Background: an optimization exercise with open tools, aiming at small area, a short achievable clock period and few clock cycles per item. Do not read the settings as production practice. In this exercise RTL edits were held to simulation tests only and were not proved equivalent to the original. Power and IR drop assume default switching activity.

`flow/flow/run.sh`:
```
#!/bin/bash
set -euo pipefail
export BUFFER_PORTS_ARGS="-buffer_cell sky130_fd_sc_hd__buf_2"
bash standard.sh finish > flow_standard.log 2>&1
```
`flow/standard.sh`:
```
#!/bin/bash
# synth_recipe.tcl (not shown) runs the flow's synth.tcl, then flattens the netlist and writes it again
# the make line also repeats each setting of config.mk as NAME=value (left out here)
make -C /OpenROAD-flow-scripts/flow DESIGN_CONFIG=/design/flow/config.mk WORK_HOME=/design/flow/orfs CLKGATE_MAP_FILE= SYNTH_SCRIPT=/design/flow/synth_recipe.tcl "${@:-finish}"
```
`flow/config.mk`:
```
export PLATFORM = sky130hd
export DESIGN_NAME = rs72_dec
export DESIGN_NICKNAME = rs72_dec
export VERILOG_FILES = /design/flow/design.v
export SDC_FILE = /design/flow/constraint.sdc
export NUM_CORES = 4
export LEC_CHECK = 0
export CAP_MARGIN = 20
export CORE_MARGIN = 2
export CORE_UTILIZATION = 55
export CTS_CLUSTER_DIAMETER = 100
export CTS_CLUSTER_SIZE = 28
export GPL_TIMING_DRIVEN = 0
export PLACE_DENSITY = 0.7
export SLEW_MARGIN = 20
```
`flow/constraint.sdc`:
```
create_clock -name core_clock -period 32.0 [get_ports {clk}]
set_input_delay 6.4000 -clock core_clock [delete_from_list [all_inputs] [get_ports {clk}]]
set_output_delay 6.4000 -clock core_clock [all_outputs]
set_load 0.01 [all_outputs]
```
`flow/design.v`:
```
module rs72_dec (
    input             clk,
    input             rst,
    input             in_valid,
    output            in_ready,
    input      [63:0] in_data,
    output            out_valid,
    output     [63:0] out_data,
    output            out_last,
    output            out_corrected,
    output            out_uncorrectable,
    output     [1:0]  out_nerr
);
    localparam integer L = 14;
    function automatic [7:0] gf_xt(input [7:0] a);
        gf_xt = {a[6:0], 1'b0} ^ (a[7] ? 8'h1D : 8'h00);
    endfunction
    function automatic [7:0] gf_mulc(input [7:0] a, input integer e);
        integer i;
        reg [7:0] x;
        begin
            x = a;
            for (i = 0; i < e; i = i + 1) x = gf_xt(x);
            gf_mulc = x;
        end
    endfunction
    localparam [63:0]   TCOLS  = 64'h183efb5248324001;
    localparam [63:0]   TICOLS = 64'h2d02168a0a4e9801;
    localparam [63:0]   QCOLS  = 64'h0094a67814080a06;
    localparam [63:0]   SQCOLS = 64'hc832491f0c030401;
    localparam [7:0]    TRMASK = 8'h80;
    localparam [3:0]    LAM    = 4'hf;
    localparam [63:0]   INV16  = 64'h834a5c2f67bde910;
    localparam [255:0]  MEM    = 256'h4900009c002029310608023204201b0d0506985520c45153405f02c80588011e;
    localparam [63:0]   A8COLS = 64'h72a159bd34824129;
    localparam [63:0]   LANE   = 64'h578bc46603c056cb;
    function automatic [3:0] m4(input [3:0] p, input [3:0] q);
        integer i;
        reg [3:0] r, x;
        begin
            r = 4'd0;
            x = p;
            for (i = 0; i < 4; i = i + 1) begin
                if (q[i]) r = r ^ x;
                x = {x[2:0], 1'b0} ^ (x[3] ? 4'h3 : 4'h0);
            end
            m4 = r;
        end
    endfunction
    function automatic [7:0] cmul(input [7:0] a, input [7:0] b);
        reg [3:0] hh, ll, mm;
        begin
            hh = m4(a[7:4], b[7:4]);
            ll = m4(a[3:0], b[3:0]);
            mm = m4(a[7:4] ^ a[3:0], b[7:4] ^ b[3:0]);
            cmul = {mm ^ ll, ll ^ m4(hh, LAM)};
        end
    endfunction
    function automatic [7:0] clin(input [7:0] a, input [63:0] cols);
        integer i;
        reg [7:0] r;
        begin
            r = 8'd0;
            for (i = 0; i < 8; i = i + 1)
                if (a[i]) r = r ^ cols[8*i +: 8];
            clin = r;
        end
    endfunction
    function automatic [7:0] csq(input [7:0] a);
        csq = clin(a, SQCOLS);
    endfunction
    function automatic [7:0] cinv(input [7:0] a);
        reg [3:0] d, di;
        begin
            d  = m4(a[3:0], a[3:0]) ^ m4(a[3:0], a[7:4]) ^ m4(m4(a[7:4], a[7:4]), LAM);
            di = INV16[4*d +: 4];
            cinv = {m4(a[7:4], di), m4(a[7:4] ^ a[3:0], di)};
        end
    endfunction
    integer i, j, k;
    reg [63:0]  ring [0:L-1];
    reg [L-1:0] live;       
    reg [3:0]   sid;        
    reg [3:0]   start0;     
    reg [3:0]   start1;     
    reg         in_rdy;     
    reg         wsel;       
    reg         cond;       
    reg [3:0]   inb;        
    reg         inpar;      
    reg [3:0]   ph;         
    reg         fire;       
    reg [2:0]   ob;         
    reg         hp;         
    reg         rdy;        
    reg         fresh;      
    reg         sfirst;     
    reg         ev0, ev1, ev2, ev3, ev4;
    wire accept = in_valid & wsel & cond;
    assign in_ready = in_rdy;
    wire [3:0] sid_n  = (sid == L - 1) ? 4'd0 : sid + 4'd1;
    wire [2:0] ob_n   = fire ? ob + 3'd1 : ob;
    wire       hp_n   = (fire && ob == 3'd7) ? ~hp : hp;
    wire       rdy_n  = ev4 | (rdy & ~(fire && ob == 3'd7));
    wire       fire_n = live[L-2] & ((ob_n != 3'd0) | ((sid_n == (hp_n ? start1 : start0)) & rdy_n));
    wire       free_n = ~live[L-2] | fire_n;
    wire       cond_n = accept | inb == 4'd0 | inb == 4'd8 | ph == 4'd0;
    always @(posedge clk) begin
        for (i = 1; i < L; i = i + 1) ring[i] <= ring[i-1];
        ring[0] <= wsel ? in_data : ring[L-1];
        sfirst  <= (inb == 4'd0);
        if (accept && inb == 4'd0) begin
            if (inpar) start1 <= sid;
            else       start0 <= sid;
        end
        if (rst) begin
            live   <= {L{1'b0}};
            sid    <= 4'd0;
            in_rdy <= 1'b1;
            wsel   <= 1'b1;
            cond   <= 1'b1;
            inb    <= 4'd0;
            inpar  <= 1'b0;
            ph     <= 4'd0;
            fire   <= 1'b0;
            ob     <= 3'd0;
            hp     <= 1'b0;
            rdy    <= 1'b0;
            fresh  <= 1'b0;
            ev0    <= 1'b0;
            ev1    <= 1'b0;
            ev2    <= 1'b0;
            ev3    <= 1'b0;
            ev4    <= 1'b0;
        end else begin
            for (i = 1; i < L; i = i + 1) live[i] <= live[i-1];
            live[0] <= (accept && inb != 4'd8) | (live[L-1] & ~fire);
            sid     <= sid_n;
            in_rdy  <= free_n & cond_n;
            wsel    <= free_n;
            cond    <= cond_n;
            if (accept) begin
                inb <= (inb == 4'd8) ? 4'd0 : inb + 4'd1;
                if (inb == 4'd8) inpar <= ~inpar;
            end
            ph    <= (accept && inb != 4'd8) ? 4'd1 : (ph == L - 1) ? 4'd0 : ph + 4'd1;
            fire  <= fire_n;
            ob    <= ob_n;
            hp    <= hp_n;
            rdy   <= rdy_n;
            fresh <= accept;
            ev0   <= accept && inb == 4'd8;
            ev1   <= ev0;
            ev2   <= ev1;
            ev3   <= ev2;
            ev4   <= ev3;
        end
    end
    reg  [63:0] synv;         
    wire [63:0] sb = ring[0];
    wire [63:0] sf = sfirst ? 64'd0 : synv;
    wire [63:0] sn;
    wire st0 = sb[61] ^ sb[62];
    wire st1 = sb[58] ^ st0;
    wire st2 = sb[53] ^ sb[54];
    wire st3 = sb[5] ^ sb[14];
    wire st4 = sb[1] ^ sb[35];
    wire st5 = sb[51] ^ sb[52];
    wire st6 = sb[2] ^ sb[13];
    wire st7 = sb[21] ^ sb[26];
    wire st8 = sb[37] ^ sb[38];
    wire st9 = sb[6] ^ sb[46];
    wire st10 = sb[10] ^ sb[50];
    wire st11 = sb[34] ^ sb[45];
    wire st12 = sb[43] ^ sb[55];
    wire st13 = sb[22] ^ sb[30];
    wire st14 = sb[29] ^ sb[39];
    wire st15 = sb[3] ^ sb[31];
    wire st16 = sb[18] ^ sb[27];
    wire st17 = sb[16] ^ sb[25];
    wire st18 = sb[60] ^ st1;
    wire st19 = sb[11] ^ sb[19];
    wire st20 = sb[42] ^ st2;
    wire st21 = sb[12] ^ sb[28];
    wire st22 = sb[40] ^ sb[49];
    wire st23 = sb[33] ^ sb[44];
    wire st24 = sb[15] ^ sb[23];
    wire st25 = sb[41] ^ sb[61];
    wire st26 = sb[4] ^ sb[7];
    wire st27 = sb[9] ^ sb[17];
    wire st28 = sb[24] ^ sb[48];
    wire st29 = sb[47] ^ st6;
    wire st30 = sb[36] ^ st7;
    wire st31 = sb[8] ^ sb[32];
    wire st32 = sb[20] ^ sb[52];
    wire st33 = sb[0] ^ st11;
    wire st34 = st3 ^ st8;
    wire st35 = sb[59] ^ sb[60];
    wire st36 = st10 ^ st18;
    wire st37 = sb[57] ^ st35;
    wire st38 = sb[41] ^ sb[63];
    wire st39 = sb[59] ^ st0;
    wire st40 = st4 ^ st9;
    wire st41 = sb[43] ^ st5;
    wire st42 = st15 ^ st24;
    wire st43 = sb[47] ^ st16;
    wire st44 = sb[2] ^ sb[15];
    wire st45 = sb[8] ^ st22;
    wire st46 = st12 ^ st14;
    wire st47 = sb[18] ^ st20;
    wire st48 = st4 ^ st23;
    wire st49 = sb[20] ^ sb[40];
    wire st50 = sb[36] ^ st27;
    wire st51 = sb[49] ^ st19;
    wire st52 = sb[13] ^ sb[45];
    wire st53 = sb[12] ^ st13;
    wire st54 = sb[9] ^ sb[32];
    wire st55 = sb[7] ^ sb[42];
    wire st56 = sb[17] ^ sb[30];
    wire st57 = sb[5] ^ sb[37];
    wire st58 = st9 ^ st13;
    wire st59 = sb[34] ^ st17;
    wire st60 = sb[55] ^ st26;
    wire st61 = sb[21] ^ sb[61];
    wire st62 = sb[16] ^ st31;
    wire st63 = st21 ^ st32;
    wire st64 = sb[53] ^ st41;
    wire st65 = sb[56] ^ st25;
    wire st66 = sb[19] ^ sb[44];
    wire st67 = sb[20] ^ sb[25];
    wire st68 = st8 ^ st43;
    wire st69 = sb[48] ^ st36;
    wire st70 = sb[22] ^ st45;
    wire st71 = st17 ^ st33;
    wire st72 = sf[58] ^ sf[60];
    wire st73 = st34 ^ st58;
    wire st74 = st38 ^ st39;
    wire st75 = sb[23] ^ st5;
    wire st76 = st10 ^ st12;
    wire st77 = sb[5] ^ st21;
    wire st78 = st1 ^ st10;
    wire st79 = st3 ^ st16;
    wire st80 = sb[29] ^ st57;
    wire st81 = sb[31] ^ sb[63];
    wire st82 = sb[38] ^ st14;
    wire st83 = sb[32] ^ sb[50];
    wire st84 = sb[27] ^ st17;
    wire st85 = sb[39] ^ st28;
    wire st86 = sb[26] ^ st55;
    wire st87 = sb[4] ^ st15;
    wire st88 = sb[6] ^ sb[15];
    wire st89 = sb[28] ^ sb[31];
    wire st90 = sb[33] ^ st30;
    wire st91 = st11 ^ st47;
    wire st92 = sf[61] ^ st72;
    wire st93 = sb[0] ^ st69;
    wire st94 = sb[10] ^ st16;
    wire st95 = sf[27] ^ st29;
    wire st96 = st25 ^ st37;
    wire st97 = sb[24] ^ st18;
    wire st98 = sb[42] ^ st56;
    wire st99 = sb[11] ^ sb[51];
    wire st100 = sb[27] ^ st19;
    wire st101 = st29 ^ st32;
    wire st102 = sb[41] ^ sb[55];
    wire st103 = sb[3] ^ sb[12];
    wire st104 = sf[32] ^ sf[39];
    wire st105 = sb[54] ^ st66;
    wire st106 = sb[29] ^ st7;
    wire st107 = sb[22] ^ sb[46];
    wire st108 = st52 ^ st80;
    wire st109 = sb[8] ^ sb[54];
    wire st110 = sb[23] ^ st33;
    wire st111 = sf[59] ^ st92;
    wire st112 = sb[36] ^ sb[50];
    wire st113 = sb[10] ^ st19;
    wire st114 = st73 ^ st91;
    wire st115 = sb[40] ^ sb[53];
    wire st116 = sf[12] ^ sf[13];
    wire st117 = sf[18] ^ st14;
    wire st118 = sf[51] ^ sf[54];
    wire st119 = sb[6] ^ st3;
    wire st120 = sb[36] ^ st44;
    wire st121 = st24 ^ st40;
    wire st122 = sf[50] ^ sf[53];
    wire st123 = sb[61] ^ st37;
    wire st124 = sb[34] ^ sb[49];
    wire st125 = sb[11] ^ sf[56];
    wire st126 = st50 ^ st67;
    wire st127 = sf[14] ^ st59;
    wire st128 = sf[49] ^ sf[52];
    wire st129 = sb[44] ^ st30;
    wire st130 = sf[40] ^ sf[47];
    wire st131 = sb[39] ^ sb[62];
    wire st132 = st5 ^ st28;
    wire st133 = sb[45] ^ sf[41];
    wire st134 = sb[30] ^ st65;
    wire st135 = sb[13] ^ sf[62];
    wire st136 = sb[4] ^ st48;
    wire st137 = sb[33] ^ st42;
    wire st138 = sb[44] ^ st7;
    wire st139 = sf[24] ^ st95;
    wire st140 = sb[1] ^ st23;
    wire st141 = st20 ^ st70;
    wire st142 = sf[35] ^ sf[38];
    wire st143 = st12 ^ st99;
    wire st144 = sb[24] ^ sf[28];
    wire st145 = sb[32] ^ sb[46];
    wire st146 = sb[37] ^ st2;
    wire st147 = sb[0] ^ st1;
    wire st148 = sb[22] ^ st49;
    wire st149 = sf[41] ^ st42;
    wire st150 = st26 ^ st116;
    wire st151 = sf[19] ^ st77;
    wire st152 = st61 ^ st62;
    wire st153 = st46 ^ st138;
    wire st154 = sf[8] ^ st63;
    wire st155 = sb[21] ^ st82;
    wire st156 = st49 ^ st75;
    wire st157 = sb[10] ^ st88;
    wire st158 = st26 ^ st104;
    wire st159 = st90 ^ st123;
    wire st160 = st5 ^ st111;
    wire st161 = st13 ^ st43;
    wire st162 = st18 ^ st27;
    wire st163 = st20 ^ st30;
    wire st164 = sb[21] ^ st136;
    wire st165 = st74 ^ st76;
    wire st166 = st28 ^ st124;
    wire st167 = sb[5] ^ st132;
    wire st168 = sb[20] ^ st71;
    wire st169 = sb[7] ^ sb[51];
    wire st170 = sb[24] ^ st134;
    wire st171 = sb[48] ^ st94;
    wire st172 = sb[18] ^ st93;
    wire st173 = sb[13] ^ sf[11];
    wire st174 = sb[38] ^ sf[26];
    wire st175 = st8 ^ st103;
    wire st176 = sb[6] ^ sb[30];
    wire st177 = sb[14] ^ sf[37];
    wire st178 = sb[0] ^ sb[34];
    wire st179 = st21 ^ st107;
    wire st180 = sb[26] ^ sb[28];
    wire st181 = st22 ^ st75;
    wire st182 = sb[23] ^ sb[35];
    wire st183 = sf[29] ^ st139;
    wire st184 = st64 ^ st126;
    wire st185 = sb[4] ^ st6;
    wire st186 = sb[17] ^ st3;
    wire st187 = sb[41] ^ st78;
    wire st188 = sf[57] ^ st54;
    wire st189 = sb[29] ^ st3;
    wire st190 = sb[54] ^ st100;
    wire st191 = sf[43] ^ st26;
    wire st192 = st4 ^ st25;
    wire st193 = st53 ^ st140;
    wire st194 = sb[27] ^ st28;
    wire st195 = sb[26] ^ st97;
    wire st196 = st74 ^ st155;
    wire st197 = st62 ^ st120;
    wire st198 = st98 ^ st105;
    wire st199 = sf[12] ^ st87;
    wire st200 = sb[36] ^ st54;
    wire st201 = sb[9] ^ st44;
    wire st202 = sb[23] ^ sb[63];
    wire st203 = sb[14] ^ st84;
    wire st204 = st60 ^ st118;
    wire st205 = sb[48] ^ sf[48];
    wire st206 = st86 ^ st102;
    wire st207 = sb[39] ^ st109;
    wire st208 = sf[63] ^ st60;
    wire st209 = st114 ^ st129;
    wire st210 = sb[28] ^ sf[45];
    wire st211 = st42 ^ st46;
    wire st212 = sb[1] ^ st79;
    wire st213 = sb[47] ^ st40;
    wire st214 = st63 ^ st209;
    wire st215 = sf[40] ^ sf[42];
    wire st216 = sb[31] ^ sf[25];
    wire st217 = st173 ^ st182;
    wire st218 = sb[9] ^ st22;
    wire st219 = sf[34] ^ st177;
    wire st220 = sb[25] ^ st90;
    wire st221 = st39 ^ st52;
    wire st222 = st130 ^ st133;
    wire st223 = sb[48] ^ st212;
    wire st224 = sf[46] ^ st9;
    wire st225 = sf[15] ^ st45;
    wire st226 = sb[29] ^ st36;
    wire st227 = sf[19] ^ st117;
    wire st228 = sb[47] ^ st221;
    wire st229 = st50 ^ st79;
    wire st230 = st53 ^ st199;
    wire st231 = st27 ^ st106;
    wire st232 = sf[20] ^ st89;
    wire st233 = sb[49] ^ st29;
    wire st234 = sb[40] ^ sf[55];
    wire st235 = sb[51] ^ st87;
    wire st236 = st51 ^ st235;
    wire st237 = sf[15] ^ st41;
    wire st238 = sb[42] ^ st83;
    wire st239 = sf[33] ^ st137;
    wire st240 = sf[36] ^ st239;
    wire st241 = sb[37] ^ st30;
    wire st242 = st125 ^ st160;
    wire st243 = sb[2] ^ st122;
    wire st244 = sb[5] ^ sb[12];
    wire st245 = sf[35] ^ st158;
    wire st246 = st113 ^ st127;
    wire st247 = sb[25] ^ st119;
    wire st248 = sb[18] ^ sb[19];
    wire st249 = st73 ^ st211;
    wire st250 = st15 ^ st46;
    wire st251 = sf[16] ^ st151;
    wire st252 = st6 ^ st110;
    wire st253 = sf[62] ^ st2;
    wire st254 = st4 ^ st68;
    wire st255 = sb[11] ^ sb[28];
    wire st256 = sb[31] ^ sb[45];
    wire st257 = sb[17] ^ st86;
    wire st258 = sb[55] ^ st27;
    wire st259 = st154 ^ st246;
    wire st260 = st71 ^ st229;
    assign sn[0] = sb[0] ^ sb[56] ^ sf[0] ^ st28 ^ st108 ^ st115 ^ st152;
    assign sn[1] = sf[1] ^ st185 ^ st214 ^ st226;
    assign sn[2] = sb[14] ^ sb[38] ^ sb[54] ^ sb[62] ^ sf[2] ^ st58;
    assign sn[3] = sb[21] ^ sb[35] ^ sb[63] ^ sf[3] ^ st2 ^ st100 ^ st169 ^ st228 ^ st249;
    assign sn[4] = sf[4] ^ st14 ^ st24 ^ st29 ^ st36 ^ st60 ^ st81 ^ st214;
    assign sn[5] = sf[5] ^ st6 ^ st78 ^ st106 ^ st114;
    assign sn[6] = sb[3] ^ sb[27] ^ sf[6] ^ st21 ^ st51 ^ st96 ^ st108 ^ st164 ^ st184;
    assign sn[7] = sb[53] ^ sf[7] ^ st61 ^ st108;
    assign sn[8] = sb[1] ^ sb[56] ^ sf[9] ^ st29 ^ st61 ^ st150 ^ st249 ^ st259;
    assign sn[9] = sb[35] ^ sf[10] ^ st23 ^ st59 ^ st64 ^ st88 ^ st97 ^ st225 ^ st257;
    assign sn[10] = sb[8] ^ sb[53] ^ st131 ^ st138 ^ st186 ^ st217 ^ st230;
    assign sn[11] = sb[52] ^ sf[8] ^ st31 ^ st66 ^ st116 ^ st121 ^ st146 ^ st165 ^ st180 ^ st260;
    assign sn[12] = st23 ^ st81 ^ st141 ^ st150 ^ st195 ^ st217 ^ st237 ^ st260;
    assign sn[13] = sb[3] ^ sb[53] ^ sf[11] ^ sf[12] ^ st1 ^ st8 ^ st44 ^ st56 ^ st153 ^ st213 ^ st225 ^ st259;
    assign sn[14] = sb[33] ^ sf[9] ^ sf[13] ^ st24 ^ st28 ^ st59 ^ st96 ^ st119 ^ st237 ^ st238;
    assign sn[15] = sb[11] ^ sb[43] ^ sf[10] ^ st61 ^ st82 ^ st101 ^ st127 ^ st230;
    assign sn[16] = sb[51] ^ sf[21] ^ st40 ^ st68 ^ st109 ^ st113 ^ st117 ^ st129 ^ st168 ^ st170 ^ st232 ^ st258;
    assign sn[17] = sb[3] ^ sb[13] ^ sb[19] ^ sb[41] ^ sb[42] ^ sf[22] ^ st54 ^ st93 ^ st156 ^ st176 ^ st227;
    assign sn[18] = sb[52] ^ sb[62] ^ sf[23] ^ st68 ^ st107 ^ st197 ^ st251 ^ st257;
    assign sn[19] = sb[9] ^ sb[24] ^ sb[34] ^ sf[17] ^ st31 ^ st41 ^ st47 ^ st51 ^ st140 ^ st196 ^ st232;
    assign sn[20] = sb[28] ^ sb[33] ^ sf[18] ^ st31 ^ st38 ^ st49 ^ st64 ^ st68 ^ st93 ^ st98;
    assign sn[21] = sb[15] ^ sb[35] ^ sb[46] ^ st1 ^ st11 ^ st17 ^ st105 ^ st167 ^ st200 ^ st206 ^ st227;
    assign sn[22] = sb[50] ^ sb[51] ^ st70 ^ st82 ^ st96 ^ st201 ^ st248 ^ st251;
    assign sn[23] = sb[17] ^ sf[17] ^ st25 ^ st60 ^ st99 ^ st203 ^ st213 ^ st241 ^ st256;
    assign sn[24] = sb[56] ^ sb[61] ^ sf[30] ^ st11 ^ st24 ^ st76 ^ st136 ^ st144 ^ st145 ^ st163 ^ st175 ^ st183 ^ st203;
    assign sn[25] = sb[3] ^ sb[18] ^ sf[25] ^ sf[31] ^ st22 ^ st139 ^ st169 ^ st226 ^ st241 ^ st247;
    assign sn[26] = sf[26] ^ st48 ^ st49 ^ st99 ^ st131 ^ st144 ^ st179 ^ st216 ^ st252 ^ st258;
    assign sn[27] = sb[35] ^ sf[28] ^ sf[29] ^ st9 ^ st55 ^ st74 ^ st84 ^ st95 ^ st112 ^ st115 ^ st132 ^ st174;
    assign sn[28] = sb[7] ^ sb[12] ^ sb[50] ^ sf[27] ^ sf[28] ^ st11 ^ st38 ^ st40 ^ st57 ^ st181 ^ st195;
    assign sn[29] = st15 ^ st20 ^ st23 ^ st54 ^ st112 ^ st143 ^ st147 ^ st148 ^ st183 ^ st247;
    assign sn[30] = sb[4] ^ sb[50] ^ sf[30] ^ st77 ^ st85 ^ st121 ^ st123 ^ st126 ^ st216 ^ st233;
    assign sn[31] = sf[31] ^ st76 ^ st110 ^ st152 ^ st174 ^ st190 ^ st193;
    assign sn[32] = sb[14] ^ sb[19] ^ sb[46] ^ st12 ^ st62 ^ st89 ^ st91 ^ st101 ^ st104 ^ st134 ^ st164 ^ st218;
    assign sn[33] = sb[8] ^ sb[37] ^ sf[39] ^ st51 ^ st69 ^ st168 ^ st179 ^ st240;
    assign sn[34] = sb[6] ^ sb[24] ^ sb[62] ^ st16 ^ st83 ^ st120 ^ st198 ^ st219 ^ st250;
    assign sn[35] = sb[0] ^ st19 ^ st48 ^ st81 ^ st83 ^ st142 ^ st181 ^ st228 ^ st244;
    assign sn[36] = sb[44] ^ st53 ^ st124 ^ st143 ^ st145 ^ st172 ^ st202 ^ st245;
    assign sn[37] = sb[1] ^ sb[17] ^ st14 ^ st32 ^ st52 ^ st100 ^ st141 ^ st187 ^ st240 ^ st245;
    assign sn[38] = sb[2] ^ sb[23] ^ sf[33] ^ st13 ^ st23 ^ st37 ^ st51 ^ st61 ^ st85 ^ st94 ^ st200 ^ st219 ^ st256;
    assign sn[39] = sb[16] ^ sb[38] ^ sf[34] ^ st12 ^ st47 ^ st56 ^ st142 ^ st180 ^ st189 ^ st192 ^ st233;
    assign sn[40] = sb[10] ^ st20 ^ st57 ^ st62 ^ st65 ^ st133 ^ st153 ^ st156 ^ st194 ^ st210 ^ st215;
    assign sn[41] = sb[6] ^ sb[37] ^ sb[43] ^ sf[45] ^ sf[46] ^ st44 ^ st66 ^ st89 ^ st161 ^ st162 ^ st166 ^ st191;
    assign sn[42] = sb[27] ^ sb[38] ^ st102 ^ st130 ^ st131 ^ st141 ^ st201 ^ st220 ^ st224 ^ st244;
    assign sn[43] = sb[20] ^ sb[63] ^ sf[44] ^ st12 ^ st39 ^ st222 ^ st223 ^ st236 ^ st238;
    assign sn[44] = sb[26] ^ sb[39] ^ sb[49] ^ sb[55] ^ sf[42] ^ sf[44] ^ st38 ^ st149 ^ st172 ^ st185 ^ st198;
    assign sn[45] = sb[38] ^ sf[43] ^ st6 ^ st13 ^ st22 ^ st147 ^ st149 ^ st171 ^ st184 ^ st210;
    assign sn[46] = sb[8] ^ sb[16] ^ st98 ^ st159 ^ st215 ^ st223 ^ st224 ^ st250;
    assign sn[47] = sb[11] ^ sb[25] ^ sb[40] ^ st2 ^ st7 ^ st31 ^ st32 ^ st34 ^ st85 ^ st191 ^ st192 ^ st222;
    assign sn[48] = sb[4] ^ sb[40] ^ st5 ^ st46 ^ st47 ^ st59 ^ st112 ^ st128 ^ st170 ^ st175 ^ st243;
    assign sn[49] = sf[49] ^ st15 ^ st34 ^ st118 ^ st162 ^ st194 ^ st206 ^ st252 ^ st255;
    assign sn[50] = sb[12] ^ sb[16] ^ sb[62] ^ sf[50] ^ st42 ^ st48 ^ st50 ^ st101 ^ st146 ^ st176 ^ st205 ^ st234;
    assign sn[51] = sb[6] ^ sf[51] ^ st21 ^ st70 ^ st80 ^ st128 ^ st165 ^ st190 ^ st205;
    assign sn[52] = sb[4] ^ sb[5] ^ st18 ^ st122 ^ st163 ^ st171 ^ st202 ^ st218 ^ st255;
    assign sn[53] = st137 ^ st167 ^ st187 ^ st204 ^ st231 ^ st243 ^ st254;
    assign sn[54] = sb[26] ^ sb[36] ^ sb[37] ^ sf[48] ^ st29 ^ st84 ^ st96 ^ st157 ^ st193 ^ st204 ^ st207 ^ st234;
    assign sn[55] = sb[46] ^ sb[61] ^ sf[55] ^ st4 ^ st19 ^ st53 ^ st64 ^ st128 ^ st178 ^ st189 ^ st197;
    assign sn[56] = sb[34] ^ st10 ^ st21 ^ st22 ^ st40 ^ st65 ^ st208 ^ st220 ^ st242 ^ st253;
    assign sn[57] = sb[13] ^ sf[57] ^ st8 ^ st12 ^ st26 ^ st72 ^ st94 ^ st97 ^ st121 ^ st125 ^ st148 ^ st178 ^ st207;
    assign sn[58] = sb[10] ^ sb[33] ^ sb[53] ^ sb[62] ^ st3 ^ st7 ^ st11 ^ st55 ^ st161 ^ st188 ^ st242;
    assign sn[59] = sb[19] ^ sf[57] ^ st6 ^ st67 ^ st111 ^ st166 ^ st186 ^ st196 ^ st253;
    assign sn[60] = sb[1] ^ sb[16] ^ sb[33] ^ sf[56] ^ st8 ^ st18 ^ st63 ^ st81 ^ st85 ^ st115 ^ st135 ^ st208 ^ st248;
    assign sn[61] = sb[54] ^ sf[60] ^ st71 ^ st77 ^ st78 ^ st88 ^ st135 ^ st188 ^ st236 ^ st254;
    assign sn[62] = sb[19] ^ sb[22] ^ sf[63] ^ st20 ^ st27 ^ st33 ^ st34 ^ st92 ^ st103 ^ st157 ^ st159;
    assign sn[63] = sb[4] ^ sb[47] ^ sf[59] ^ sf[61] ^ st9 ^ st10 ^ st23 ^ st25 ^ st31 ^ st67 ^ st75 ^ st135 ^ st231;
    always @(posedge clk)
        if (fresh) synv <= sn;
    reg [7:0] s [0:7];
    reg [7:0] det, s1n, s2n, den, num, iden, inum;
    reg       c_dz, c_zero;
    reg [7:0] h_s [0:7];      
    reg [7:0] p_den, p_num, p_s2n;
    reg       p_dz, p_zero;
    reg [7:0] k_sg1, k_sg2;   
    reg [7:0] q_isg1;
    reg       q_dz, q_zero;
    reg [7:0] r_t, r_u;
    reg       r_dz, r_zero, r_ok12;
    reg [7:0] r_e3;           
    reg [7:0] ma [0:5];
    reg [7:0] mb [0:5];
    reg [7:0] mp [0:5];
    reg [7:0] y;
    always @* begin
        for (j = 0; j < 8; j = j + 1) s[j] = synv[8*j +: 8];
        iden = cinv(p_den);
        inum = cinv(p_num);
        y    = clin(r_t, QCOLS);
        ma[0] = ({8{ev1}} & s[1]) | ({8{ev2}} & p_num) | ({8{ev3}} & k_sg2) | ({8{ev4}} & k_sg1);
        mb[0] = ({8{ev1}} & s[3]) | ({8{ev2}} & iden) | ({8{ev3}} & csq(q_isg1)) | ({8{ev4}} & y);
        ma[1] = ({8{ev2}} & p_s2n) | ({8{ev3}} & h_s[1]) | ({8{ev4}} & k_sg2);
        mb[1] = ({8{ev2}} & iden) | ({8{ev3}} & q_isg1) | ({8{ev4}} & h_s[5]);
        ma[2] = ({8{ev2}} & p_den) | ({8{ev3}} & k_sg2) | ({8{ev4}} & h_s[0]);
        mb[2] = ({8{ev2}} & inum) | ({8{ev3}} & h_s[3]) | ({8{ev4}} & y);
        ma[3] = ({8{ev1}} & s[0]) | ({8{ev3 | ev4}} & k_sg1);
        mb[3] = ({8{ev1}} & s[2]) | ({8{ev3}} & h_s[3]) | ({8{ev4}} & h_s[5]);
        ma[4] = ({8{ev1}} & s[1]) | ({8{ev3 | ev4}} & k_sg1);
        mb[4] = ({8{ev1}} & s[2]) | ({8{ev3}} & h_s[4]) | ({8{ev4}} & h_s[6]);
        ma[5] = ({8{ev1}} & s[0]) | ({8{ev3 & q_dz}} & k_sg1) | ({8{(ev3 & ~q_dz) | ev4}} & k_sg2);
        mb[5] = ({8{ev1}} & s[3]) | ({8{ev3}} & h_s[2]) | ({8{ev4}} & h_s[4]);
        for (i = 0; i < 6; i = i + 1) mp[i] = cmul(ma[i], mb[i]);
        det  = mp[3] ^ csq(s[1]);
        s1n  = mp[4] ^ mp[5];
        s2n  = mp[0] ^ csq(s[2]);
        c_dz = (det == 8'd0);
        den  = c_dz ? s[0] : det;
        num  = c_dz ? s[1] : s1n;
        c_zero = 1'b1;
        for (j = 0; j < 8; j = j + 1)
            if (synv[8*j +: 8] != 8'd0) c_zero = 1'b0;
    end
    always @(posedge clk) begin
        if (ev1)
            for (j = 0; j < 8; j = j + 1) h_s[j] <= s[j];
        p_den  <= den;
        p_num  <= num;
        p_s2n  <= s2n;
        p_dz   <= c_dz;
        p_zero <= c_zero;
        if (ev2) begin
            k_sg1 <= mp[0];
            k_sg2 <= p_dz ? 8'd0 : mp[1];
        end
        q_isg1 <= mp[2];
        q_dz   <= p_dz;
        q_zero <= p_zero;
        r_t    <= mp[0];
        r_u    <= mp[1];
        r_ok12 <= ((h_s[4] ^ mp[3] ^ (q_dz ? 8'd0 : mp[5])) == 8'd0) &&
                  (!q_dz || (h_s[3] ^ mp[5]) == 8'd0);
        r_e3   <= h_s[5] ^ mp[4] ^ mp[2];
        r_dz   <= q_dz;
        r_zero <= q_zero;
    end
    reg [7:0] x1;
    always @* x1 = r_dz ? k_sg1 : mp[0];
    reg       f_chk, f_dz, f_zero, f_two;
    reg [7:0] f_e5;           
    reg [7:0] f_x1, f_x2, f_s0, f_u, f_s0y;
    always @(posedge clk) begin
        if (fire) begin
            f_x1 <= clin(f_x1, A8COLS);
            f_x2 <= clin(f_x2, A8COLS);
        end
        if (ev4) begin
            f_chk  <= r_ok12 && (r_e3 == 8'd0) &&
                      ((h_s[6] ^ mp[3] ^ mp[5]) == 8'd0);
            f_e5   <= h_s[7] ^ mp[4] ^ mp[1];
            f_dz   <= r_dz;
            f_zero <= r_zero;
            f_two  <= (k_sg1 != 8'd0) && (k_sg2 != 8'd0) && !(^(r_t & TRMASK));
            f_x1   <= x1;
            f_x2   <= x1 ^ k_sg1;
            f_s0   <= h_s[0];
            f_u    <= r_u;
            f_s0y  <= mp[2];
        end
    end
    reg        l_m1, l_m2;
    always @(posedge clk)
        if (fire && ob == 3'd0) begin
            l_m1 <= MEM[f_x1];
            l_m2 <= MEM[f_x2];
        end
    reg [7:0]  yc1, yc2, f_y1, f_y2;
    reg        m1, m2, ok1, ok2, e_v1, e_v2;
    reg [1:0]  e_nerr;
    reg [63:0] fix;
    always @* begin
        yc2 = f_u ^ f_s0y;
        yc1 = f_dz ? f_s0 : (yc2 ^ f_s0);
        f_y1 = clin(yc1, TICOLS);
        f_y2 = clin(yc2, TICOLS);
        m1  = (ob == 3'd0) ? MEM[f_x1] : l_m1;
        m2  = (ob == 3'd0) ? MEM[f_x2] : l_m2;
        ok1 = f_chk && (f_e5 == 8'd0) && (f_s0 != 8'd0) && m1;
        ok2 = f_chk && (f_e5 == 8'd0) && f_two && m1 && m2;
        e_v1 = !f_zero && (f_dz ? ok1 : ok2);
        e_v2 = !f_zero && !f_dz && ok2;
        e_nerr = e_v2 ? 2'd2 : e_v1 ? 2'd1 : 2'd0;
        for (k = 0; k < 8; k = k + 1) begin
            fix[8*k +: 8] = ring[L-1][8*k +: 8];
            if (e_v1 && f_x1 == LANE[8*k +: 8]) fix[8*k +: 8] = fix[8*k +: 8] ^ f_y1;
            if (e_v2 && f_x2 == LANE[8*k +: 8]) fix[8*k +: 8] = fix[8*k +: 8] ^ f_y2;
        end
    end
    reg [63:0] o_data;
    reg        o_valid, o_last, o_corr, o_unc;
    reg [1:0]  o_nerr;
    always @(posedge clk) begin
        o_data <= fix;
        o_nerr <= e_nerr;
        o_unc  <= !f_zero && !e_v1;
        o_corr <= e_v1;
        if (rst) begin
            o_valid <= 1'b0;
            o_last  <= 1'b0;
        end else begin
            o_valid <= fire;
            o_last  <= fire && ob == 3'd7;
        end
    end
    assign out_valid         = o_valid;
    assign out_data          = o_data;
    assign out_last          = o_last;
    assign out_corrected     = o_corr;
    assign out_uncorrectable = o_unc;
    assign out_nerr          = o_nerr;
endmodule
```
==> run notes, run 1 <==
The run finished with no timing, DRC or antenna violations. The count of buffers added on input and output ports is 137. The async set-or-reset flop fraction in the synthesized netlist is 0%, and the area of the die is 98400 um2. Standard cell with the maximum stage delay on the critical path: sky130_fd_sc_hd__dfxtp_1. The total overflow left after global routing is 0. The worst hold-check path type was register to register. Via count of the first global-routing pass: 33340.

The top cell types in the final layout, fill and taps aside, are sky130_fd_sc_hd__xnor2_1 (1189), sky130_fd_sc_hd__dfxtp_1 (1069), sky130_fd_sc_hd__nor2_1 (371). From synthesis to final layout, the design area changed by 8.245%. Once detail routing completed, the nets flagged for antenna violations numbered 0. Once the floorplan was initialized, standard cells occupied 55.52% of the core. The logs give 0 ns for the total negative setup slack and 0 for the number of endpoints failing setup at the final stage. The run gives 5.744 mW as the overall power consumption.

The tools report the worst min-delay path startpoint as ring[2][20]. The DRC violation count after routing was 0. The count of buffers added by post-CTS timing repair for setup came out at 0.

Max-cap violations in this run came to 0. In this run, flip-flops and latches consume 34.2% of the power. The largest stage delay on the critical path was 0.39 ns. The number of flops mapped to enable cells by yosys came out at 206.

After detailed routing, the average wire length per cell comes to 26.25 um. The floorplan step set the die width to 313.7 um. The top fanout value on the critical path works out to 1. The internal portion of total power was 3.339 mW; the post-synthesis cell type count was 92.

The tools report the number of hold violations in the final report as 0. The shortest period the worst path allows was 7.646 ns; the initial antenna violation count was 3. Setup repair after global routing left no endpoint under its margin. The power share of the clock group came out at 14.5%. The switching power share of the total is 41.86%. The number of cells upsized or downsized after cts is 0, and the setup slack after placement is 23.98 ns.

Sequential elements use 52.41% of the synthesized area. The worst register-to-register path has a depth of 21. The total area inside the core boundary comes to 95010 um2. Walking the worst path, the cells encountered are buf_2. The reported net switching power is 2.404 mW, and the wire length after detailed routing is 165300 um. For this design, the sink count on the clock tree is 1278.

The first global-routing pass estimated 233800 um of wire. The clock transition at the registers of the reported paths works out to 0.10 ns. The kind of cell with the highest combined delay along the critical path is flip-flops. The HPWL after detailed placement is 126900 um. Dividing total power by cell area gives a power density of 100.6 nW/um2. The cell sitting at the root of the clock tree is a sky130_fd_sc_hd__clkbuf_16. The number of iterations in the first detailed-routing pass was 9.

The tools report the number of nets produced by synthesis as 4897. After clock tree synthesis, the flow added hold-fix buffers numbering 0. In this run the core area contains 113 standard-cell rows.

The count of routing violations after the opening detailed-route iteration was 3844. The worst setup path is captured at a primary output. The number of register bits inferred by synthesis was 1278. At the worst endpoint, the arrival time is 1.25 ns. Counting every instance in the synthesized netlist gives 4791. The critical path in this run is classified as register to primary output. The total stage count of the critical path works out to 1. For the headroom to the max-slew limit, the log shows 17.81%. Across the VDD grid, the largest voltage drop is 0.0002777 V.

TritonCTS built the clock tree. 138 I/O pins were placed. Setup slack closes at 24.35 ns. The die is 313.7 um tall. The tools report the final count of pins violating max slew as 0. STA classifies the critical path startpoint as a register.

The most critical setup path has its endpoint at out_data[61]. The clock insertion delay at the later pin of the skew report came out at 0.71 ns. For the number of buffers created by CTS, the log shows 55.

Of the cells placed in the final design, the portion with a size suffix greater than 1 is 7.851%. Fill cells in the final layout number 8008. The run gives 32.96% as the global-route usage over all layers.

The data required time at the worst endpoint came out at 25.60 ns. Entering global routing, the biggest net connects 52 pins. A synthesized cell averages 11.01 um2.

The slew of the pin with the lowest slew margin was 1.233 ns. Based on the critical path, the design can be clocked at up to 130.8 MHz. Routability-driven placement congestion ratio: 1.043. Startpoint of the most critical setup path: o_data[61]. The startpoint identified for the worst register-to-register timing path is p_num[4]. Top flip-flop cell by instance count after synthesis: sky130_fd_sc_hd__dfxtp_1.

Combinational logic is responsible for 51.4% of the overall power. The most common cell after layout, fill and taps aside is sky130_fd_sc_hd__xnor2_1. The leakage power was 20.94 nW. The clock passes through at most 3 buffers.

After detailed routing, the number of vias per cell comes to 5.560. Between clock sinks in the finished design, the worst skew comes to 0.04056 ns. For this run, the number of Yosys warnings is 7.

The worst register-to-register path has a setup slack of 24.78 ns. The synthesized netlist occupies a cell area of 52750 um2. The final worst-path cycle share works out to 23.89%.

The H-tree was split into 2 levels. In this run the critical register-to-register path is captured at f_s0y[7]. The logs give 5115 for the total number of nets in the final design and 35010 for the total vias in the final route. The sum of buffers and inverters on the critical path came out at 1.
==> cell families after synthesis <==
family	count (synthesis)	share of synthesized area, %
flops	1278	52.41
simple gates	1027	8.971
buf+inv	294	2.173
fa+ha+maj	39	0.9251
mux	114	2.441
compound gates	459	6.094
xor+xnor	1580	26.98
==> flip-flops by register name (all words and copies together), names as in the netlist, 14 cells and up <==
register  count
h_s          64
ring        896
o_data       64
synv         64
live         14
==> worst min-delay path by stage <==
stage                         to  slack, ns  cells after the start
floorplan                 q_zero       0.31                      0
global placement    ring[11][57]       0.31                      0
detailed placement  ring[10][20]       0.31                      0
CTS                  ring[3][20]       0.31                      0
global route         ring[3][20]       0.31                      0
finish               ring[3][20]       0.32                      0
==> metal layers <==
layer	vias to the layer above	wire length (um)	track usage, %
met3	391	12640	4.770
met1	16970	68030	44.14
met4	2	10310	17.25
li1	16180	-	-
met5	-	10	0
met2	1473	74290	51.99
==> power groups by stage <==
| stage | combinational (mW) | sequential [mW] | clock [mW] |
|---|---|---|---|
| 2_1_floorplan | 2.18 | 1.90 | 0 |
| 3_3_place_gp | 2.83 | 1.99 | 0 |
| 3_5_place_dp | 2.86 | 1.99 | 0 |
| 4_1_cts | 2.89 | 1.95 | 0.846 |
| 5_1_grt | 3.13 | 1.96 | 0.901 |
| 6_report | 2.95 | 1.96 | 0.831 |
==> worst reg2reg max path, cell delays in order, from the launching register on <==
cell and delay [ns]:
sky130_fd_sc_hd__dfxtp_1 0.54, sky130_fd_sc_hd__ha_1 0.33, sky130_fd_sc_hd__buf_2 0.20, sky130_fd_sc_hd__xnor2_1 0.14
sky130_fd_sc_hd__a21oi_1 0.17, sky130_fd_sc_hd__xnor3_1 0.24, sky130_fd_sc_hd__xnor3_1 0.41, sky130_fd_sc_hd__inv_1 0.14
sky130_fd_sc_hd__ha_1 0.37, sky130_fd_sc_hd__mux2_2 0.29, sky130_fd_sc_hd__mux2i_1 0.65, sky130_fd_sc_hd__nand2_1 0.11
sky130_fd_sc_hd__a32oi_1 0.30, sky130_fd_sc_hd__xnor2_1 0.21, sky130_fd_sc_hd__a222oi_1 0.44, sky130_fd_sc_hd__buf_2 0.32
sky130_fd_sc_hd__xor2_1 0.34, sky130_fd_sc_hd__clkbuf_1 0.35, sky130_fd_sc_hd__nor2_1 0.11, sky130_fd_sc_hd__xnor2_1 0.22
sky130_fd_sc_hd__xnor2_1 0.12, sky130_fd_sc_hd__xnor2_1 0.88
==> synth_stat cells, drive strengths merged, types with 65 or more instances <==
cell type	number	area, um2
a21oi	87	442.9
clkbuf	187	701.9
dfxtp	1072	21460
edfxtp	206	6186
mux2	77	867.1
nand2	295	1110
nand3	65	325.3
nor2	372	1399
nor2b	77	481.7
o21ai	90	450.4
xnor2	1210	10630
xor2	344	3013
==> area by class of cell <==
type	instances	area, um2	share of cell area (%)
Clock inverter	12	217.7	0.3813
Inverter	61	229.0	0.4010
Antenna cell	1	2.502	0.004383
Sequential cell	1278	27660	48.44
Timing Repair Buffer	161	894.6	1.567
Multi-Input combinational cell	3219	24140	42.28
Buffer	233	919.6	1.611
Tap cell	1265	1583	2.772
Clock buffer	67	1453	2.544
==> stage by stage <==
stage	util (%)	hold WS (ns)	instance area, um2	std cells
3_3_place_gp	57.91	0.3095	55020	6193
6_report	60.10	0.3150	57100	6297
4_1_cts	60.04	0.3145	57050	6293
2_1_floorplan	-	0.3096	52750	4791
5_1_grt	60.09	0.3122	57090	6296
3_5_place_dp	58.28	0.3121	55380	6214
Testbench counts, summed over its fixed seeds: cycles 14,512, units 1,600.
==> run 2, diff against run 1 <==
--- a/flow/config.mk
+++ b/flow/config.mk
@@ -7,3 +7,3 @@
 export LEC_CHECK = 0
-export CAP_MARGIN = 20
+export CAP_MARGIN = 12
 export CORE_MARGIN = 2
@@ -12,4 +12,3 @@
 export CTS_CLUSTER_SIZE = 28
-export GPL_TIMING_DRIVEN = 0
 export PLACE_DENSITY = 0.7
-export SLEW_MARGIN = 20
+export SLEW_MARGIN = 12
==> run 2 against run 1 <==
Hold slack worse by 0.015 ns. Clock-buffer cell count up 1. Sequential share of layout area increased by 0.40 points. Synthesized cell count stayed put. Via count is 2.2% lower. Clock skew up 0.011 ns. Utilization shrank 0.47 points. Global-route usage fell by 2.6 points. Routed wire length is 7.7% lower. Largest power group unchanged.
==> run notes, run 2 <==
The top fanout value on the critical path works out to 1 (unchanged). The slew of the pin with the lowest slew margin came out at 1.263 ns (was 1.233 ns). Critical Path, Cell by Cell: buf_2 (unchanged).

The global-route usage over all layers was 30.32% (was 32.96%). The area of the multi-input gates came out at 23990 um2 (was 24140 um2). Number of iterations in the first detailed-routing pass: 10 (was 9).

The part of the total power dissipated in combinational logic came out at 49.5% (was 51.4%). The area of all sequential standard cells came out at 27670 um2 (was 27660 um2). For the headroom to the max-slew limit, the log shows 15.18% (was 17.81%).

The total vias in the final route is 34240 (was 35010), and the total number of clock tree sinks is 1278 (unchanged). The tools report the timing endpoint of the critical path as out_data[17] (was out_data[61]). The number of buffers added on ports came out at 137 (unchanged). The most used standard cell by instance count after synthesis is sky130_fd_sc_hd__xnor2_1 (unchanged).

The wire length after detailed routing is 152600 um (was 165300 um), and the initial antenna violation count is 10 (was 3). For the routability-driven placement congestion ratio, the log shows 1.059 (was 1.043). The cell area after synthesis is 52750 um2 (unchanged), and the synthesized instance count is 4791 (unchanged). The largest stage delay on the critical path is 0.34 ns (was 0.39 ns).

The run gives 0 (unchanged) as the number of cells upsized or downsized after cts. The internal portion of total power was 3.282 mW (was 3.339 mW). The type of the setup path with the least slack was register to primary output (unchanged). Most used cells in the layout excluding fill and tap cells: sky130_fd_sc_hd__xnor2_1 (1205), sky130_fd_sc_hd__dfxtp_1 (1065), sky130_fd_sc_hd__nor2_1 (371) (was sky130_fd_sc_hd__xnor2_1 (1189), sky130_fd_sc_hd__dfxtp_1 (1069), sky130_fd_sc_hd__nor2_1 (371)). The logs give 7920 (was 8008) for the fill cell instance count of the final layout and 112900 um (was 126900 um) for the half-perimeter wire length of the detailed placement result. The portion of synthesized cell area occupied by the leading cell type was 40.69% (unchanged); the clock transition at the registers of the reported paths was 0.10 ns (about the same).

The number of flops mapped to enable cells by yosys came out at 206 (unchanged). The total number of nets in the final design is 4971 (was 5115), and the final count of pins violating max slew is 0 (unchanged). The sum of buffers and inverters on the critical path works out to 1 (unchanged). The via count of the first global-routing pass is 32230 (was 33340), and the buffer levels on the longest clock path is 3 (unchanged). Leading cell types by count after synthesis: sky130_fd_sc_hd__xnor2_1 (1206), sky130_fd_sc_hd__dfxtp_1 (1072), sky130_fd_sc_hd__nor2_1 (371) (unchanged). The tools report the start of the worst register-to-register path as p_den[7] (was p_num[4]).

The standard cell area after detailed placement came out at 54990 um2 (was 55380 um2). The number of flip-flops in the largest register came out at 896 (unchanged). The run gives 4060 (was 3844) as the count of routing violations after the opening detailed-route iteration. The maximum clock skew at final layout came out at 0.05155 ns (was 0.04056 ns). The terminus of the critical flop-to-flop path is f_x2[0] (was f_s0y[7]). The number of endpoints failing setup at the final stage is 0 (unchanged). Kind of launch point of the worst setup path: a register (unchanged). The global-route wire length before repair came out at 217800 um (was 233800 um).

The async set-or-reset flop fraction in the synthesized netlist was 0% (unchanged); the reported net switching power was 2.291 mW (was 2.404 mW). The number of H-tree branching levels was 2 (unchanged); the boundary pin count was 138 (unchanged). The run finished with no timing, DRC or antenna violations. The area of the die was 98400 um2 (unchanged); the number of nets with antenna violations after routing was 0 (unchanged). For the largest net degree at the start of global routing, the log shows 77 (was 52).

Top flip-flop cell by instance count after synthesis: sky130_fd_sc_hd__dfxtp_1 (unchanged). The width of the chip is 313.7 um (unchanged). For the count of buffers added by post-CTS timing repair for setup, the log shows 0 (unchanged). The synthesis-to-layout area growth is 7.396% (was 8.245%). TritonCTS built the clock tree. The most common cell after layout, fill and taps aside was sky130_fd_sc_hd__xnor2_1 (unchanged). The final worst-path cycle share works out to 23.65% (was 23.89%). The tools report the critical path capture point type as a primary output (unchanged).

The power share of the clock group came out at 14.9% (was 14.5%). The buffer cell driving the clock tree root was sky130_fd_sc_hd__clkbuf_16 (unchanged). The worst hold-check path type is register to register (unchanged).

The number of placement rows is 113 (unchanged). The logs give 55.52% (unchanged) for the starting density of the core and 55 (unchanged) for the number of buffers created by CTS. The depth of the worst register-to-register path is 19 (was 21). The standard cell with the maximum stage delay on the critical path is sky130_fd_sc_hd__dfxtp_1 (unchanged). The logs give 0.0002754 V (was 0.0002777 V) for the worst supply voltage drop on vdd and 4897 (unchanged) for the number of nets produced by synthesis. The number of register bits inferred by synthesis was 1278 (unchanged); the mean post-synth cell area was 11.01 um2 (unchanged).

The sum of overflow across all layers after global routing is 0 (unchanged). The data required time at the worst endpoint came out at 25.60 ns (about the same). For the number of cells in the finished layout apart from fillers, the log shows 6156 (was 6297). The shortest period the worst path allows works out to 7.568 ns (was 7.646 ns). Switching power share of the total: 41.11% (was 41.86%).

The tools report the leakage power as 20.89 nW (was 20.94 nW). The cell area after layout was 56650 um2 (was 57100 um2). The logs give 24.85 ns (was 24.78 ns) for the register-to-register path setup slack and 0 (unchanged) for the DRC violation count after routing. The die height is 313.7 um (unchanged). The post-synthesis cell type count came out at 92 (unchanged). The tools report the number of hold violations in the final report as 0 (unchanged). Kind of cell adding the most delay to the critical path: flip-flops (unchanged).

The post-detailed-route via-to-cell ratio came out at 5.563 (was 5.560). The fraction of layout instances using a drive strength above 1 came out at 8.979% (was 7.851%). Most area-hungry cell type in the Yosys netlist: sky130_fd_sc_hd__dfxtp_1 (unchanged).

Setup repair after global routing left no endpoint under its margin. The average detailed-routed wire length per instance is 24.79 um (was 26.25 um), and the quantity of hold-fixing buffers added after cts is 0 (unchanged). Placed cell count: 6072 (was 6214).

The run gives 0 ns (unchanged) as the total negative setup slack. The tools report the startpoint of the most critical setup path as o_data[17] (was o_data[61]). The largest register by flop count was ring (unchanged). For the area of the core, the log shows 95010 um2 (unchanged). The register share of total power was 35.5% (was 34.2%); the yosys synthesis warning count was 7 (unchanged). The clock insertion delay at the later pin of the skew report is 0.72 ns (was 0.71 ns). The total stage count of the critical path is 1 (unchanged), and the number of violations of the max-capacitance limit is 0 (unchanged). Largest cells by area after synthesis: sky130_fd_sc_hd__dfxtp_1 (41%), sky130_fd_sc_hd__xnor2_1 (20%), sky130_fd_sc_hd__edfxtp_1 (12%) (unchanged). Portion of the post-synthesis area used by sequential elements: 52.41% (unchanged). The top achievable clock speed came out at 132.1 MHz (was 130.8 MHz).

Signal arrival time at the worst endpoint: 1.17 ns (was 1.25 ns). Total power density per cell area: 98.37 nW/um2 (was 100.6 nW/um2).
## run 2: cell count changes in the layout (fill, tap and decap cells not counted), sizes merged
cell	before	now
clkdlybuf4s18	2	0
buf	202	249
clkinv	7	8
clkbuf	257	69
diode	1	2
## run 2: cell type report
| type | instances | area share (%) |
|---|---|---|
| Inverter | 61 | 0.4042 |
| Clock inverter | 13 | 0.3931 |
| Timing Repair Buffer | 250 | 2.708 |
| Clock buffer | 68 | 2.516 |
| Antenna cell | 2 | 0.008835 |
| Multi-Input combinational cell | 3219 | 42.34 |
| Tap cell | 1265 | 2.794 |
| Sequential cell | 1278 | 48.84 |
## run 2: power by group through the flow
stage | Combinational, mW | Sequential [mW] | Clock [mW]
after floorplan | 2.18 | 1.90 | 0
after global placement | 2.69 | 2.00 | 0
after detailed placement | 2.71 | 2.00 | 0
after CTS | 2.73 | 1.97 | 0.847
after global routing | 2.96 | 1.98 | 0.898
final | 2.76 | 1.98 | 0.833
## run 2: stage by stage
stage | power, mW | util [%] | hold WS [ns] | setup slack [ns]
global placement | 4.695 | 57.87 | 0.3095 | 24.23
global route | 5.836 | 59.62 | 0.3099 | 24.22
floorplan | 4.082 | - | 0.3096 | 24.38
detailed placement | 4.716 | 57.87 | 0.3121 | 24.20
finish | 5.572 | 59.62 | 0.3003 | 24.43
CTS | 5.545 | 59.61 | 0.3068 | 24.38
## run 2: worst min path at each step
stage	startpoint	to	slack [ns]	cells past startpoint
floorplan	p_zero	q_zero	0.31	0
global placement	ring[8][16]	ring[9][16]	0.31	0
detailed placement	ring[8][52]	ring[9][52]	0.31	0
CTS	ring[9][6]	ring[10][6]	0.31	0
global route	ring[9][6]	ring[10][6]	0.31	0
finish	ring[12][49]	ring[13][49]	0.30	0
## run 2: cells by family (layout without fill, tap and decap cells)
| logic type | Yosys count | after routing | synth area share, % |
|---|---|---|---|
| buffers and inverters | 294 | 392 | 2.173 |
| other | 0 | 2 | 0 |
| muxes | 114 | 114 | 2.441 |
| and+or+nand+nor | 1027 | 1027 | 8.971 |
| DFF | 1278 | 1278 | 52.41 |
| adders and majority gates | 39 | 39 | 0.9251 |
| AOI/OAI and AO/OA | 459 | 459 | 6.094 |
| xor gates and xnor gates | 1580 | 1580 | 26.98 |
## run 2: per-layer routing
metal	share of wire (%)	track usage [%]
met1	41	39.97
met2	45	48.52
met3	8.1	4.512
met4	5.9	15.75
met5	0.0072	0
==> run 3, diff against run 2 <==
--- a/flow/config.mk
+++ b/flow/config.mk
@@ -7,8 +7,8 @@
 export LEC_CHECK = 0
-export CAP_MARGIN = 12
+export CAP_MARGIN = 20
 export CORE_MARGIN = 2
-export CORE_UTILIZATION = 55
+export CORE_UTILIZATION = 50
 export CTS_CLUSTER_DIAMETER = 100
 export CTS_CLUSTER_SIZE = 28
-export PLACE_DENSITY = 0.7
-export SLEW_MARGIN = 12
+export PLACE_DENSITY = 0.65
+export SLEW_MARGIN = 20
==> run 3 against run 2 <==
Still clean on timing, DRC and antenna. Via count about the same. Sequential power hardly changed. Setup slack lost 0.019 ns. Fmax down 0.25%. Design area up 0.38%. Sequential share of layout area is 0.19 points lower. Utilization decreased by 5.5 points. First-iteration DRC count is 4.0% lower. Synthesized area unchanged. Critical path depth did not move. Final cell count increased by 2.2%. Clock skew down 0.0033 ns. Critical path type unchanged. Largest power group unchanged.
==> run notes, run 3 <==
The run finished with no timing, DRC or antenna violations. The slew of the pin with the lowest slew margin works out to 1.166 ns (was 1.263 ns). Number of register bits inferred by synthesis: 1278 (unchanged). The number of flip-flops in the largest register is 896 (unchanged), and the sum of overflow across all layers after global routing is 0 (unchanged). For the total vias in the final route, the log shows 34230 (was 34240).

Largest stage delay on the critical path: 0.36 ns (was 0.34 ns). The count of buffers added by post-CTS timing repair for setup is 0 (unchanged). The buffer cell driving the clock tree root was sky130_fd_sc_hd__clkbuf_16 (unchanged).

Global-route usage over all layers: 27.76% (was 30.32%). The top fanout value on the critical path is 1 (unchanged). Critical Path, Cell by Cell: buf_2 (unchanged).

The tools report the post-synthesis cell type count as 92 (unchanged). The kind of cell adding the most delay to the critical path was flip-flops (unchanged). The post-detailed-route via-to-cell ratio came out at 5.442 (was 5.563). The type of the setup path with the least slack was register to primary output (unchanged). The fraction of layout instances using a drive strength above 1 works out to 9.108% (was 8.979%).

The logs give 4897 (unchanged) for the number of nets produced by synthesis and 108100 um2 (was 98400 um2) for the area of the die. For the yosys synthesis warning count, the log shows 7 (unchanged). The async set-or-reset flop fraction in the synthesized netlist came out at 0% (unchanged). The largest register by flop count is ring (unchanged). The number of flops mapped to enable cells by yosys came out at 206 (unchanged).

The starting density of the core is 50.25% (was 55.52%). The tools report the number of cells upsized or downsized after cts as 0 (unchanged). The worst supply voltage drop on vdd is 0.0002395 V (was 0.0002754 V), and the portion of synthesized cell area occupied by the leading cell type is 40.69% (unchanged). The run gives 0 (unchanged) as the DRC violation count after routing. The buffer levels on the longest clock path was 3 (unchanged); the largest net degree at the start of global routing was 75 (was 77). The sum of buffers and inverters on the critical path was 1 (unchanged); the leakage power was 20.93 nW (was 20.89 nW). The number of iterations in the first detailed-routing pass was 11 (was 10). The kind of launch point of the worst setup path is a register (unchanged). The startpoint of the most critical setup path is o_data[59] (was o_data[17]). The tools report the via count of the first global-routing pass as 32090 (was 32230).

The number of nets with antenna violations after routing came out at 0 (unchanged). The most used standard cell by instance count after synthesis is sky130_fd_sc_hd__xnor2_1 (unchanged). Setup slack after placement: 24.21 ns (was 24.20 ns). The number of buffers created by CTS was 55 (unchanged); the half-perimeter wire length of the detailed placement result was 115100 um (was 112900 um). Total number of clock tree sinks: 1278 (unchanged).

The worst hold-check path type was register to register (unchanged). The initial antenna violation count is 13 (was 10), and the average detailed-routed wire length per instance is 24.45 um (was 24.79 um). The most area-hungry cell type in the Yosys netlist is sky130_fd_sc_hd__dfxtp_1 (unchanged). For the maximum clock skew at final layout, the log shows 0.04828 ns (was 0.05155 ns). The critical path capture point type was a primary output (unchanged).

Synthesized instance count: 4791 (unchanged). For the count of routing violations after the opening detailed-route iteration, the log shows 3896 (was 4060). The portion of the post-synthesis area used by sequential elements was 52.41% (unchanged). The final worst setup slack is 24.41 ns (was 24.43 ns).

The number of hold violations in the final report was 0 (unchanged). Most used cells in the layout excluding fill and tap cells: sky130_fd_sc_hd__xnor2_1 (1204), sky130_fd_sc_hd__dfxtp_1 (1065), sky130_fd_sc_hd__nor2_1 (371) (was sky130_fd_sc_hd__xnor2_1 (1205), sky130_fd_sc_hd__dfxtp_1 (1065), sky130_fd_sc_hd__nor2_1 (371)). The shortest period the worst path allows was 7.587 ns (was 7.568 ns); the wire length after detailed routing was 153800 um (was 152600 um). For the cell area after synthesis, the log shows 52750 um2 (unchanged).

The total number of nets in the final design is 4980 (was 4971). Top flip-flop cell by instance count after synthesis: sky130_fd_sc_hd__dfxtp_1 (unchanged). The tools report the start of the worst register-to-register path as p_num[7] (was p_den[7]). The clock insertion delay at the later pin of the skew report is 0.72 ns (about the same), and the number of endpoints failing setup at the final stage is 0 (unchanged). For the quantity of hold-fixing buffers added after cts, the log shows 0 (unchanged). The logs give 105000 um2 (was 95010 um2) for the area of the core and 2 (unchanged) for the number of H-tree branching levels.

The most common cell after layout, fill and taps aside is sky130_fd_sc_hd__xnor2_1 (unchanged). TritonCTS built the clock tree. Leading cell types by count after synthesis: sky130_fd_sc_hd__xnor2_1 (1206), sky130_fd_sc_hd__dfxtp_1 (1072), sky130_fd_sc_hd__nor2_1 (371) (unchanged).

The number of buffers added on ports was 137 (unchanged). Routability-driven placement congestion ratio: 1.048 (was 1.059). Largest cells by area after synthesis: sky130_fd_sc_hd__dfxtp_1 (41%), sky130_fd_sc_hd__xnor2_1 (20%), sky130_fd_sc_hd__edfxtp_1 (12%) (unchanged). The mean post-synth cell area is 11.01 um2 (unchanged). The worst min-delay path startpoint was ring[5][43] (was ring[12][49]). The tools report the global-route wire length before repair as 218500 um (was 217800 um). The clock transition at the registers of the reported paths works out to 0.11 ns (was 0.10 ns).

The total power density per cell area came out at 98.47 nW/um2 (was 98.37 nW/um2). The top achievable clock speed was 131.8 MHz (was 132.1 MHz); the synthesis-to-layout area growth was 7.802% (was 7.396%). Standard cell with the maximum stage delay on the critical path: sky130_fd_sc_hd__dfxtp_1 (unchanged).

The final worst-path cycle share came out at 23.71% (was 23.65%). The width of the chip is 328.8 um (was 313.7 um). Setup repair after global routing left no endpoint under its margin. The headroom to the max-slew limit came out at 21.69% (was 15.18%).

The number of violations of the max-capacitance limit came out at 0 (unchanged). The data required time at the worst endpoint is 25.60 ns (about the same). The die height was 328.8 um (was 313.7 um); the final count of pins violating max slew was 0 (unchanged). The signal arrival time at the worst endpoint came out at 1.19 ns (was 1.17 ns). The boundary pin count was 138 (unchanged). The number of placement rows was 119 (was 113).

Total negative setup slack: 0 ns (unchanged).
run 3: path summary, 6_finish.rpt:
kind,cells past startpoint,end,slack (ns)
setup / recovery,1,out_data[59],24.41
hold / removal,0,ring[6][43],0.30
setup reg to reg,17,f_s0y[4],24.80
hold reg to reg,0,ring[6][43],0.30
run 3: cell type report:
class / count / area, um2
well taps: 1391 / 1740
diodes: 2 / 5.005
fillers: 9239 / 48110
clock buffers: 68 / 1435
repair buffers: 259 / 1597
flip-flops and latches: 1278 / 27660
multi-input cells: 3219 / 23980
clock inverters: 12 / 217.7
inverters: 61 / 229.0
run 3: logic make-up (layout without fill, tap and decap cells):
kind of cell	count (synthesis)	after routing	synth area share [%]
XOR/XNOR	1580	1580	26.98
adder cells (fa/ha/maj)	39	39	0.9251
other	0	2	0
flip-flops	1278	1278	52.41
AND/OR/NAND/NOR	1027	1027	8.971
AO/OA/AOI/OAI	459	459	6.094
buffers and inverters	294	400	2.173
multiplexers	114	114	2.441
run 3: per-stage QoR:
| stage | cell area (um2) | total power [mW] | util [%] | std cells | hold WS, ns |
|---|---|---|---|---|---|
| after CTS | 56850 | 5.554 | 54.16 | 6286 | 0.3011 |
| after floorplan | 52750 | 4.082 | - | 4791 | 0.3096 |
| after detailed placement | 55200 | 4.721 | 52.58 | 6206 | 0.3121 |
| final | 56860 | 5.599 | 54.17 | 6290 | 0.2963 |
| after global routing | 56860 | 5.840 | 54.17 | 6288 | 0.3135 |
| after global placement | 55180 | 4.685 | 52.57 | 6204 | 0.3096 |
run 3: layer usage:
metal,GRT usage (%),wire [um]
met5,0,11
met4,13.08,8166
met3,4.294,11350
met2,43.54,68920
met1,37.62,65320
run 3: power breakdown:
group	switching, mW	internal (mW)	leakage, nW
Combinational	1.65	1.14	9.24
Sequential	0.160	1.81	10.9
Clock	0.503	0.332	0.792
Total	2.32	3.28	20.9
==> run 4, diff against run 3 <==
--- a/flow/config.mk
+++ b/flow/config.mk
@@ -9,6 +9,6 @@
 export CORE_MARGIN = 2
-export CORE_UTILIZATION = 50
-export CTS_CLUSTER_DIAMETER = 100
-export CTS_CLUSTER_SIZE = 28
-export PLACE_DENSITY = 0.65
+export CORE_UTILIZATION = 55
+export CTS_CLUSTER_DIAMETER = 90
+export CTS_CLUSTER_SIZE = 32
+export PLACE_DENSITY = 0.7
 export SLEW_MARGIN = 20
==> run 4 against run 3 <==
First-iteration DRC count increased by 8.9%. Highest routed layer unchanged. Clock power decreased by 3.1%. Clock-buffer cell count decreased by 8. Combinational power decreased by 2%. Clock skew increased by 0.030 ns. Synthesized cell count unchanged.
==> run notes, run 4 <==
The logs give 0 (unchanged) for the number of cells upsized or downsized after cts and 0 (unchanged) for the number of nets with antenna violations after routing. The worst min-delay path startpoint is ring[10][4] (was ring[5][43]). Placed cell count: 6072 (was 6206).

Die height: 313.7 um (was 328.8 um). The run gives 113100 um (was 115100 um) as the half-perimeter wire length of the detailed placement result. The flow ran to the end and the layout has no timing, DRC or antenna violations. The synthesized instance count was 4791 (unchanged).

Signal arrival time at the worst endpoint: 1.18 ns (was 1.19 ns). The capture endpoint of the worst hold path was ring[11][4] (was ring[6][43]). The largest register by flop count is ring (unchanged). The depth of the worst register-to-register path was 20 (was 17); the area of the die was 98400 um2 (was 108100 um2).

The most area-hungry cell type in the Yosys netlist is sky130_fd_sc_hd__dfxtp_1 (unchanged). For the routability-driven placement congestion ratio, the log shows 1.059 (was 1.048). Kind of cell adding the most delay to the critical path: flip-flops (unchanged). The number of H-tree branching levels is 2 (unchanged). The sum of overflow across all layers after global routing came out at 0 (unchanged). The clock transition at the registers of the reported paths came out at 0.12 ns (was 0.11 ns). The register share of total power is 35.7% (was 35.2%), and the synthesis-to-layout area growth is 7.311% (was 7.802%). The final count of pins violating max slew is 0 (unchanged). The most used standard cell by instance count after synthesis was sky130_fd_sc_hd__xnor2_1 (unchanged).

The standard cell with the maximum stage delay on the critical path is sky130_fd_sc_hd__dfxtp_1 (unchanged). For the area of the core, the log shows 95010 um2 (was 105000 um2). Largest cells by area after synthesis: sky130_fd_sc_hd__dfxtp_1 (41%), sky130_fd_sc_hd__xnor2_1 (20%), sky130_fd_sc_hd__edfxtp_1 (12%) (unchanged).

Critical Path, Cell by Cell: buf_2 (unchanged). The part of the total power dissipated in combinational logic was 49.7% (was 49.9%). Kind of launch point of the worst setup path: a register (unchanged).

Headroom to the max-slew limit: 14.48% (was 21.69%). The portion of the post-synthesis area used by sequential elements is 52.41% (unchanged). The top flip-flop cell by instance count after synthesis was sky130_fd_sc_hd__dfxtp_1 (unchanged). The switching power share of the total was 41.19% (was 41.36%); the via count of the first global-routing pass was 32100 (was 32090).
[run 4: layout make-up]
cell class	instances	area [um2]	area share [%]
Antenna cell	4	10.01	0.01768
Clock buffer	60	1300	2.297
Clock inverter	15	257.7	0.4553
Inverter	61	229.0	0.4045
Multi-Input combinational cell	3219	24000	42.40
Sequential cell	1278	27670	48.87
Tap cell	1265	1583	2.796
Timing Repair Buffer	255	1559	2.754
[run 4: power by group through the flow]
| stage | Clock (mW) | Combinational, mW | Sequential, mW |
|---|---|---|---|
| 6_report | 0.808 | 2.75 | 1.98 |
| 5_1_grt | 0.874 | 2.94 | 1.98 |
| 4_1_cts | 0.821 | 2.73 | 1.97 |
| 3_5_place_dp | 0 | 2.71 | 2.00 |
| 3_3_place_gp | 0 | 2.69 | 2.00 |
| 2_1_floorplan | 0 | 2.18 | 1.90 |
[run 4: worst max-delay path by stage]
| stage | from | end | slack (ns) |
|---|---|---|---|
| final | o_data[0] | out_data[0] | 24.42 |
| after floorplan | in_valid | start1[0] | 24.38 |
| after detailed placement | in_valid | start1[0] | 24.21 |
| after global routing | p_num[7] | f_s0y[3] | 24.23 |
| after global placement | in_valid | start1[0] | 24.23 |
| after CTS | o_data[0] | out_data[0] | 24.39 |
[run 4: layer usage]
| layer | global-route usage (%) | part of all wire, % | vias to the layer above |
|---|---|---|---|
| met2 | 48.65 | 46 | 1495 |
| li1 | - | - | 15900 |
| met5 | 0 | 0.0085 | - |
| met4 | 13.54 | 5.2 | 2 |
| met3 | 4.611 | 7.8 | 386 |
| met1 | 40.24 | 41 | 16510 |
[run 4: through the flow]
stage / util (%) / total power [mW] / hold WS (ns) / instance area (um2)
floorplan: - / 4.082 / 0.3096 / 52750
global route: 59.57 / 5.797 / 0.3030 / 56590
detailed placement: 57.88 / 4.717 / 0.3121 / 55000
finish: 59.58 / 5.542 / 0.2972 / 56600
global placement: 57.87 / 4.695 / 0.3095 / 54990
CTS: 59.52 / 5.519 / 0.2827 / 56550
[run 4: cells by family (layout without fill, tap and decap cells)]
kind of cell	count (synthesis)	after routing	synth area share (%)
xor+xnor	1580	1580	26.98
flops	1278	1278	52.41
simple gates	1027	1027	8.971
compound gates	459	459	6.094
buf+inv	294	391	2.173
mux	114	114	2.441
fa+ha+maj	39	39	0.9251
other cells	0	4	0

==> separate check: timing with driven ports <==
No port has a modelled driver above. Below, the same layouts with a new extraction and two added sets of constraints.
Step 1 assumes that a clkbuf_16 drives the clock port and a buf_2 every other input.
Step 2 also shifts input and output timing later by t, the mid clock arrival at the registers, as if the neighbouring blocks saw the same clock.
Slacks: no drivers / after step 1 / after step 2; pairs: no drivers / after step 1.
run | t (ns) | slack for setup (ns)
run 1 | 0.762 | 24.354 / 24.284 / 24.023
run 2 | 0.765 | 24.432 / 24.359 / 24.157
run 3 | 0.765 | 24.413 / 24.344 / 24.195
run 4 | 0.744 | 24.421 / 24.348 / 24.207
After both steps every run listed still meets setup and hold.
